Context: an optimization exercise on an open-source flow, tuned for small area, a short achievable clock period and few clock cycles per item. The choices shown serve that exercise and are no tape-out recipe. Function was checked by simulation only, so behaviour that the tests miss may differ from the original.

==> flow/design.v <==
module aes_slice (
    input  wire         clk,
    input  wire         rst,
    input  wire         key_load,
    input  wire         key256,
    input  wire [255:0] key_in,
    input  wire         start,
    input  wire         decrypt,
    input  wire [127:0] din,
    output wire         busy,
    output reg          done,
    output reg  [127:0] dout
);
    reg [255:0] win;         
    reg [255:0] kst;         
    reg [127:0] state;
    reg         k256;        
    reg         run;         
    reg         xp;          
    reg         dec;         
    reg         first;       
    reg         dvalid;      
    reg         wend;        
    reg [3:0]   round;
    function [7:0] sb_in_fwd;
        input [7:0] a;
        begin
            sb_in_fwd[0] = a[0] ^ a[5];
            sb_in_fwd[1] = a[2] ^ a[3] ^ a[5];
            sb_in_fwd[2] = a[1] ^ a[6] ^ a[7];
            sb_in_fwd[3] = a[1] ^ a[3] ^ a[6] ^ a[7];
            sb_in_fwd[4] = a[2] ^ a[3] ^ a[4] ^ a[6] ^ a[7];
            sb_in_fwd[5] = a[2] ^ a[3] ^ a[5] ^ a[7];
            sb_in_fwd[6] = a[1] ^ a[4] ^ a[5] ^ a[6];
            sb_in_fwd[7] = a[5] ^ a[7];
        end
    endfunction
    function [7:0] sb_in_inv;
        input [7:0] a;
        begin
            sb_in_inv[0] = ~(a[4] ^ a[5]);
            sb_in_inv[1] = ~(a[0] ^ a[1] ^ a[5]);
            sb_in_inv[2] = a[1] ^ a[4] ^ a[5];
            sb_in_inv[3] = a[0] ^ a[1] ^ a[2] ^ a[4];
            sb_in_inv[4] = ~(a[1] ^ a[2] ^ a[7]);
            sb_in_inv[5] = ~(a[0] ^ a[4] ^ a[5] ^ a[6]);
            sb_in_inv[6] = a[1] ^ a[2] ^ a[3] ^ a[4] ^ a[5] ^ a[7];
            sb_in_inv[7] = a[1] ^ a[2] ^ a[6] ^ a[7];
        end
    endfunction
    function [7:0] sb_out_fwd;
        input [7:0] a;
        begin
            sb_out_fwd[0] = ~(a[0] ^ a[4] ^ a[5] ^ a[7]);
            sb_out_fwd[1] = ~(a[0] ^ a[2]);
            sb_out_fwd[2] = a[0] ^ a[1] ^ a[3];
            sb_out_fwd[3] = a[0] ^ a[4] ^ a[6];
            sb_out_fwd[4] = a[0] ^ a[1] ^ a[2] ^ a[4] ^ a[5] ^ a[7];
            sb_out_fwd[5] = ~(a[1] ^ a[2] ^ a[4] ^ a[5] ^ a[7]);
            sb_out_fwd[6] = ~(a[4] ^ a[7]);
            sb_out_fwd[7] = a[1] ^ a[2] ^ a[3] ^ a[4];
        end
    endfunction
    function [7:0] sb_out_inv;
        input [7:0] a;
        begin
            sb_out_inv[0] = a[0] ^ a[1] ^ a[5] ^ a[7];
            sb_out_inv[1] = a[4] ^ a[5] ^ a[6];
            sb_out_inv[2] = a[2] ^ a[3] ^ a[5] ^ a[7];
            sb_out_inv[3] = a[2] ^ a[3];
            sb_out_inv[4] = a[2] ^ a[6] ^ a[7];
            sb_out_inv[5] = a[1] ^ a[5] ^ a[7];
            sb_out_inv[6] = a[1] ^ a[2] ^ a[4] ^ a[6];
            sb_out_inv[7] = a[1] ^ a[5];
        end
    endfunction
    function [3:0] g16_mul;
        input [3:0] a, b;
        reg [6:0] p;
        begin
            p = {3'b0, a & {4{b[0]}}} ^ {2'b0, a & {4{b[1]}}, 1'b0} ^
                {1'b0, a & {4{b[2]}}, 2'b0} ^ {a & {4{b[3]}}, 3'b0};
            g16_mul = p[3:0] ^ {p[6:4], 1'b0} ^ {1'b0, p[6:4]};
        end
    endfunction
    function [3:0] g16_inv;
        input [3:0] a;
        case (a)
            4'd0: g16_inv = 4'd0;
            4'd1: g16_inv = 4'd1;
            4'd2: g16_inv = 4'd9;
            4'd3: g16_inv = 4'd14;
            4'd4: g16_inv = 4'd13;
            4'd5: g16_inv = 4'd11;
            4'd6: g16_inv = 4'd7;
            4'd7: g16_inv = 4'd6;
            4'd8: g16_inv = 4'd15;
            4'd9: g16_inv = 4'd2;
            4'd10: g16_inv = 4'd12;
            4'd11: g16_inv = 4'd5;
            4'd12: g16_inv = 4'd10;
            4'd13: g16_inv = 4'd4;
            4'd14: g16_inv = 4'd3;
            4'd15: g16_inv = 4'd8;
            default: g16_inv = 4'd0;
        endcase
    endfunction
    function [3:0] g16_sqlam;
        input [3:0] a;
        begin
            g16_sqlam[0] = a[2] ^ a[3];
            g16_sqlam[1] = a[0] ^ a[1];
            g16_sqlam[2] = a[1] ^ a[2];
            g16_sqlam[3] = a[0] ^ a[1] ^ a[2];
        end
    endfunction
    function [3:0] g16_sq;
        input [3:0] a;
        begin
            g16_sq[0] = a[0] ^ a[2];
            g16_sq[1] = a[2];
            g16_sq[2] = a[1] ^ a[3];
            g16_sq[3] = a[3];
        end
    endfunction
    function [7:0] gf_inv8;
        input [7:0] a;
        reg [3:0] d, di;
        begin
            d  = g16_sqlam(a[7:4]) ^ g16_mul(a[7:4], a[3:0]) ^ g16_sq(a[3:0]);
            di = g16_inv(d);
            gf_inv8 = {g16_mul(a[7:4], di), g16_mul(a[7:4] ^ a[3:0], di)};
        end
    endfunction
    function [7:0] sbox_dp;
        input [7:0] a;
        input       inv;
        reg   [7:0] g;
        begin
            g = gf_inv8(inv ? sb_in_inv(a) : sb_in_fwd(a));
            sbox_dp = inv ? sb_out_inv(g) : sb_out_fwd(g);
        end
    endfunction
    function [7:0] sbox_f;
        input [7:0] a;
        sbox_f = sb_out_fwd(gf_inv8(sb_in_fwd(a)));
    endfunction
    function [31:0] sub_word;
        input [31:0] w;
        sub_word = {sbox_f(w[31:24]), sbox_f(w[23:16]), sbox_f(w[15:8]), sbox_f(w[7:0])};
    endfunction
    function [7:0] xtime;
        input [7:0] a;
        xtime = {a[6:0], 1'b0} ^ (a[7] ? 8'h1b : 8'h00);
    endfunction
    function [127:0] shift_rows;
        input [127:0] s;
        integer r, c;
        begin
            for (r = 0; r < 4; r = r + 1)
                for (c = 0; c < 4; c = c + 1)
                    shift_rows[127 - 8*(r + 4*c) -: 8] = s[127 - 8*(r + 4*((c + r) % 4)) -: 8];
        end
    endfunction
    function [127:0] inv_shift_rows;
        input [127:0] s;
        integer r, c;
        begin
            for (r = 0; r < 4; r = r + 1)
                for (c = 0; c < 4; c = c + 1)
                    inv_shift_rows[127 - 8*(r + 4*((c + r) % 4)) -: 8] = s[127 - 8*(r + 4*c) -: 8];
        end
    endfunction
    function [127:0] mix_columns;
        input [127:0] s;
        integer c;
        reg [7:0] a0, a1, a2, a3, t;
        begin
            for (c = 0; c < 4; c = c + 1) begin
                a0 = s[127 - 32*c -: 8];
                a1 = s[119 - 32*c -: 8];
                a2 = s[111 - 32*c -: 8];
                a3 = s[103 - 32*c -: 8];
                t  = a0 ^ a1 ^ a2 ^ a3;
                mix_columns[127 - 32*c -: 8] = a0 ^ t ^ xtime(a0 ^ a1);
                mix_columns[119 - 32*c -: 8] = a1 ^ t ^ xtime(a1 ^ a2);
                mix_columns[111 - 32*c -: 8] = a2 ^ t ^ xtime(a2 ^ a3);
                mix_columns[103 - 32*c -: 8] = a3 ^ t ^ xtime(a3 ^ a0);
            end
        end
    endfunction
    function [127:0] pre_inv_mix;
        input [127:0] s;
        integer c;
        reg [7:0] a0, a1, a2, a3, u, v;
        begin
            for (c = 0; c < 4; c = c + 1) begin
                a0 = s[127 - 32*c -: 8];
                a1 = s[119 - 32*c -: 8];
                a2 = s[111 - 32*c -: 8];
                a3 = s[103 - 32*c -: 8];
                u  = xtime(xtime(a0 ^ a2));
                v  = xtime(xtime(a1 ^ a3));
                pre_inv_mix[127 - 32*c -: 8] = a0 ^ u;
                pre_inv_mix[119 - 32*c -: 8] = a1 ^ v;
                pre_inv_mix[111 - 32*c -: 8] = a2 ^ u;
                pre_inv_mix[103 - 32*c -: 8] = a3 ^ v;
            end
        end
    endfunction
    wire [3:0] nr   = k256 ? 4'd14 : 4'd10;
    wire       back = run && dec;
    wire [31:0] x0 = win[255:224];
    wire [31:0] x1 = win[223:192];
    wire [31:0] x2 = win[191:160];
    wire [31:0] x3 = win[159:128];
    wire [31:0] x4 = win[127:96];
    wire [31:0] x5 = win[95:64];
    wire [31:0] x6 = win[63:32];
    wire [31:0] x7 = win[31:0];
    wire        type_a = !k256 || (back ? !round[0] : round[0]);
    wire [31:0] sw_src = back ? (k256 ? x3 : (x3 ^ x2)) : (k256 ? x7 : x3);
    wire [31:0] sw_in  = type_a ? {sw_src[23:0], sw_src[31:24]} : sw_src;
    reg [7:0] rcon;
    always @(*) begin
        case ({k256, back, round})
            {2'b00, 4'd1},  {2'b01, 4'd0},  {2'b10, 4'd1},  {2'b11, 4'd0}:  rcon = 8'h01;
            {2'b00, 4'd2},  {2'b01, 4'd1},  {2'b10, 4'd3},  {2'b11, 4'd2}:  rcon = 8'h02;
            {2'b00, 4'd3},  {2'b01, 4'd2},  {2'b10, 4'd5},  {2'b11, 4'd4}:  rcon = 8'h04;
            {2'b00, 4'd4},  {2'b01, 4'd3},  {2'b10, 4'd7},  {2'b11, 4'd6}:  rcon = 8'h08;
            {2'b00, 4'd5},  {2'b01, 4'd4},  {2'b10, 4'd9},  {2'b11, 4'd8}:  rcon = 8'h10;
            {2'b00, 4'd6},  {2'b01, 4'd5},  {2'b10, 4'd11}, {2'b11, 4'd10}: rcon = 8'h20;
            {2'b00, 4'd7},  {2'b01, 4'd6},  {2'b10, 4'd13}, {2'b11, 4'd12}: rcon = 8'h40;
            {2'b00, 4'd8},  {2'b01, 4'd7}:                                  rcon = 8'h80;
            {2'b00, 4'd9},  {2'b01, 4'd8}:                                  rcon = 8'h1b;
            {2'b00, 4'd10}, {2'b01, 4'd9}:                                  rcon = 8'h36;
            default:                                                        rcon = 8'h00;
        endcase
    end
    wire [31:0] t_word = sub_word(sw_in) ^ {(type_a ? rcon : 8'h00), 24'd0};
    wire [31:0] n0 = x0 ^ t_word;
    wire [31:0] n1 = x1 ^ n0;
    wire [31:0] n2 = x2 ^ n1;
    wire [31:0] n3 = x3 ^ n2;
    wire [31:0] y0 = k256 ? x4 : x0;
    wire [31:0] y1 = k256 ? x5 : x1;
    wire [31:0] y2 = k256 ? x6 : x2;
    wire [31:0] y3 = k256 ? x7 : x3;
    wire [31:0] p0 = y0 ^ t_word;
    wire [31:0] p1 = y1 ^ y0;
    wire [31:0] p2 = y2 ^ y1;
    wire [31:0] p3 = y3 ^ y2;
    wire [255:0] next_win = back ? {p0, p1, p2, p3, x0, x1, x2, x3}
                                 : {(k256 ? {x4, x5, x6, x7} : {n0, n1, n2, n3}), n0, n1, n2, n3};
    wire [127:0] rk = next_win[255:128];
    wire         last = dec ? (round == 4'd0) : (round == nr);
    wire [127:0] s_in = dec ? inv_shift_rows(state) : shift_rows(state);
    wire [127:0] sb;
    genvar gi;
    generate
        for (gi = 0; gi < 16; gi = gi + 1) begin : g_sb
            assign sb[8*gi +: 8] = sbox_dp(s_in[8*gi +: 8], dec);
        end
    endgenerate
    wire [127:0] mc   = mix_columns(dec ? pre_inv_mix(sb ^ rk) : sb);
    wire [127:0] base = xp ? state : (last ? sb : mc);
    wire [127:0] rout = base ^ ((dec && !last && !xp) ? 128'd0 : rk);
    wire lastc = run && last;
    assign busy = xp || (run && !last);
    wire acc_key = key_load && !busy;
    wire acc_blk = start && !busy;
    wire need_xp = decrypt && !dvalid;
    wire [255:0] win_now = lastc ? next_win : win;
    wire [255:0] src     = (wend == decrypt) ? win_now : kst;
    always @(posedge clk) begin
        done <= 1'b0;
        dout <= rout;
        if (rst) begin
            run    <= 1'b0;
            xp     <= 1'b0;
            first  <= 1'b0;
            dvalid <= 1'b0;
        end else begin
            if (run || xp) begin
                win   <= next_win;
                round <= back ? round - 4'd1 : round + 4'd1;
            end
            if (run || (xp && round == nr))
                state <= rout;
            if (first) begin
                kst   <= win;
                first <= 1'b0;
            end
            if (xp && round == nr) begin
                xp    <= 1'b0;
                run   <= 1'b1;
                first <= 1'b1;
                round <= nr - 4'd1;
            end
            if (lastc) begin
                run  <= 1'b0;
                done <= 1'b1;
            end
            if (acc_key) begin
                win    <= key_in;
                kst    <= key_in;
                k256   <= key256;
                dvalid <= 1'b0;
                wend   <= 1'b0;
            end else if (acc_blk) begin
                dec <= decrypt;
                if (need_xp) begin
                    state  <= din;
                    xp     <= 1'b1;
                    round  <= 4'd1;
                    dvalid <= 1'b1;
                    wend   <= 1'b0;
                end else begin
                    state  <= din ^ src[255:128];
                    win    <= src;
                    run    <= 1'b1;
                    first  <= 1'b1;
                    round  <= decrypt ? nr - 4'd1 : 4'd1;
                    dvalid <= 1'b1;
                    wend   <= !decrypt;
                end
            end
        end
    end
endmodule
==> flow/run.sh <==
#!/bin/bash
# synth_recipe.tcl (not shown) runs the flow's synth.tcl, then flattens the netlist and writes it again
# the make line also repeats each setting of config.mk as NAME=value (left out here)
make -C /OpenROAD-flow-scripts/flow DESIGN_CONFIG=/design/flow/config.mk WORK_HOME=/design/flow/orfs CLKGATE_MAP_FILE= SYNTH_SCRIPT=/design/flow/synth_recipe.tcl finish
==> flow/config.mk <==
export PLATFORM = sky130hd
export DESIGN_NAME = aes_slice
export DESIGN_NICKNAME = aes_slice
export VERILOG_FILES = /design/flow/design.v
export SDC_FILE = /design/flow/constraint.sdc
export NUM_CORES = 4
export LEC_CHECK = 0
export CAP_MARGIN = 20
export CORE_MARGIN = 2
export CORE_UTILIZATION = 40
export PLACE_DENSITY = 0.6
export SLEW_MARGIN = 20
==> flow/constraint.sdc <==
create_clock -name core_clock -period 8.5 [get_ports {clk}]
set_input_delay 1.7000 -clock core_clock [delete_from_list [all_inputs] [get_ports {clk}]]
set_output_delay 1.7000 -clock core_clock [all_outputs]
set_load 0.01 [all_outputs]
==> summary.txt <==
port bufs = 519
slowest stage delay, CP = 0.52 ns
Compound-Gate Fraction of Synth Area = 18.3%
Final Hold Vio Count = 0
mux contribution to synthesized area = 4.23%
post-route minimum period = 9.96 ns
fin crit share = 117%
Sink Count = 780
Critical Path Source Type = flip-flop
MaxCap Viol Count = 0
pin count of the biggest net entering global routing = 172
largest family of logic cells by synthesized area = XOR/XNOR gates
drt first pass iters = 9
async set-reset flop share out of synthesis = 0%
CTS max path bufs = 3
Row Count = 191
initial antenna violation count = 45
synthesized net count = 14,387
Setup-failing EPs final = 262
Initial Utilization = 40.2%
relative slew slack = 14.1%
Fillers = 25,327
Fmax = 100 MHz
vias in the first global route = 110,356
Top Ports = 520
per-cell routed wire length = 29.8 um
Die H = 525 um
Synth Area in XOR/XNOR = 31.4%
die area = 0.276 mm^2
core area = 0.270 mm^2
final wirelength = 622 mm
Die Span X = 525 um
worst setup margin = -1.46 ns
SO Viols = setup timing
routability cong. = 1.09
Worst EP arrival = 10.46 ns
sequential fraction of the synthesis area = 20.4%
kind of critical path = reg2reg
Netlist cell types = 141
simple-gate area share of the yosys netlist = 18.7%
outcome = complete, but fails checks
Fin Clk Skew = 0.0969 ns
# H-tree levels = 3
Mean Syn Cell Area = 7.86 um^2
Critical Path RT = 9.00 ns
Initial DRC Count = 16,088
cts-stage hold buffer count = 0
vias = 120,788
DP Wirelength = 497 mm
register-to-register setup slack = -1.46 ns
Slew @ Worst Pin = 1.28 ns
Core Util, Final = 57.3%
DRT antenna net count = 0
Worst-Skew Late Latency = 0.84 ns
CP endpoint kind = flip-flop
Post-synth EDFFs = 647
area added between synthesis and finish = 42.6%
total track usage = 43.2%
clk root buf = clkbuf_16
DRC = 0
CTS tree = yes
unrepaired setup endpoints after global routing = true
FF+latch count, synth = 780
ratio of cells with drive above 1 in the final layout = 29.6%
Via density = 5.79
Max Transition Viols Final = 0
TritonCTS Buffers = 107
area of the mapped netlist = 0.109 mm^2
ys flop type = edfxtp_1
worst min path class = reg2reg
Adder-Cell Fraction of Synth Area = 2.11%
Final nets = 17,744
gr ovfl total = 0
first-pass GRT wire length = 849 mm
synth warn = 1
Post-Synthesis Cells = 13,815
most frequent CP cell = buf_4
highest-delay cell along the critical path = xor3_2
crit-path max FO = 6
Reg clk slew, reported paths = 0.07 ns
==> area by class of cell <==
| type | count | area [um^2] | share of cell area, % |
|---|---|---|---|
| diodes | 27 | 67.6 | 0.0436 |
| inverters | 253 | 973 | 0.629 |
| multi-input cells | 11745 | 87600 | 56.5 |
| flip-flops and latches | 780 | 22100 | 14.3 |
| well taps | 3570 | 4470 | 2.88 |
| clock inverters | 69 | 687 | 0.444 |
| clock buffers | 132 | 2930 | 1.89 |
| repair buffers | 4285 | 36100 | 23.3 |
==> sequential cells by signal, summed over array words and instances (netlist names) <==
signal,cells
k256,1
done,1
dvalid,1
win,256
run,1
wend,1
dout,128
state,128
first,1
dec,1
kst,256
xp,1
round,4
==> cell families after synthesis <==
logic type,Yosys count
mux,444
simple gates,4685
xor+xnor,3295
fa+ha+maj,183
compound gates,3138
buf+inv,1290
flops,780
==> cells in the final DEF (no fill, tap or decap), types with 54 or more instances in the layout <==
cell / netlist / routed
xnor2_1: 1978 / 1761
xnor2_2: 30 / 196
edfxtp_1: 647 / 647
mux2i_1: 354 / 325
and2_1: 82 / 77
a21oi_1: 942 / 871
nor3_1: 272 / 225
ha_1: 182 / 166
xnor2_4: 4 / 55
buf_4: 26 / 3527
xor3_1: 68 / 54
a211oi_1: 160 / 129
xnor3_1: 273 / 229
clkdlybuf4s50_1: 0 / 519
mux2_2: 80 / 67
o211ai_1: 225 / 225
and3_1: 119 / 113
a21oi_2: 11 / 61
or3_1: 93 / 78
dfxtp_1: 133 / 131
clkbuf_16: 0 / 114
o21a_1: 86 / 81
buf_12: 0 / 184
o22ai_1: 96 / 92
nor2_1: 1226 / 1181
a22oi_1: 81 / 70
xor2_2: 9 / 72
o21ai_1: 75 / 85
a31oi_1: 94 / 79
inv_1: 234 / 223
a21o_1: 70 / 69
nand3_1: 203 / 199
nand2_1: 2290 / 2269
xor2_1: 928 / 841
o21ai_0: 748 / 685
nand2b_1: 67 / 63
==> cell usage after synthesis, drive strengths merged (133+ instances only) <==
library cell,number,share of area [%]
clkbuf,796,2.8
xor2,937,7.6
ha,182,2.1
nor2,1226,4.2
nand2,2296,8.0
nor3,277,1.3
nand3,206,0.97
xnor2,2012,17
buf,241,1.2
a211oi,169,1.2
o21ai,829,3.9
inv,245,0.85
xnor3,278,5.8
edfxtp,647,18
o211ai,227,1.6
dfxtp,133,2.5
mux2i,361,3.4
a21oi,954,4.4
==> through the flow <==
stage / cell area, um^2 / instances / hold WS, ns / setup slack [ns] / TNS [ns]
after floorplan: 112000 / 13815 / 0.489 / -0.904 / -156.85
after global placement: 147000 / 20496 / 0.537 / -1.59 / -318.73
after detailed placement: 147000 / 20496 / 0.554 / -1.76 / -339.05
after CTS: 152000 / 20736 / 0.562 / -1.29 / -260.32
after global routing: 155000 / 20844 / 0.635 / -1.74 / -369.09
final: 155000 / 20861 / 0.566 / -1.46 / -294.91
==> routing by layer <==
layer	GRT usage, %	up-vias	part of all wire (%)
li1	-	54482	-
met1	55.2	57725	38
met2	60.4	7130	40
met3	11.9	1425	12
met4	35.1	26	10
met5	0.554	-	0.063
==> worst paths after layout <==
kind | start | endpoint | cells after the start
min | dvalid | dvalid | 2
max | dec | state[100] | 43
min reg2reg | dvalid | dvalid | 2
max reg2reg | dec | state[100] | 43
==> critical path: cells and delay by family, from the launching register on <==
kind                     cells  cell delay, ns
buffers and inverters       12            1.85
adder cells (fa/ha/maj)      1            0.23
flip-flops                   1            0.38
XOR/XNOR                    11            2.80
AND/OR/NAND/NOR              5            1.19
multiplexers                 1            0.26
AO/OA/AOI/OAI               13            2.89
==> timing repair <==
item | in CTS | in global routing
gates cloned | 1 | 3
endpoints found under the setup margin | 268 | 313
buffers inserted | 38 | 94
hold endpoints to repair | 0 | 0
gates resized for setup | 170 | 428
pin swaps | 76 | 143
Testbench counts, summed over its fixed seeds: cycles 4,884, blocks 384.

==> port drivers added, routing unchanged <==
No port has a modelled driver above. Below, the same layout with a new extraction and two added sets of constraints. Step 1, drivers: a clkbuf_16 drives clk and a buf_2 each remaining input, both assumed. Step 2 moves the port delays by t, midway between the first and last clock arrival at a register: inputs arrive t later, outputs are due t later. That takes back most of the time a late clock gives input paths. a / b / c = ideal ports / drivers / drivers and shift; a / b = the first two.
t, ns: 0.899
slack for setup (ns): -1.458 / -1.458 / -1.458
clock arrival spread, ns: 0.097 / 0.097
worst slew at a driven data input, ns: 0.26
The setup slack of this run moves by 0.000 ns with the drivers and by 0.000 ns with both steps.
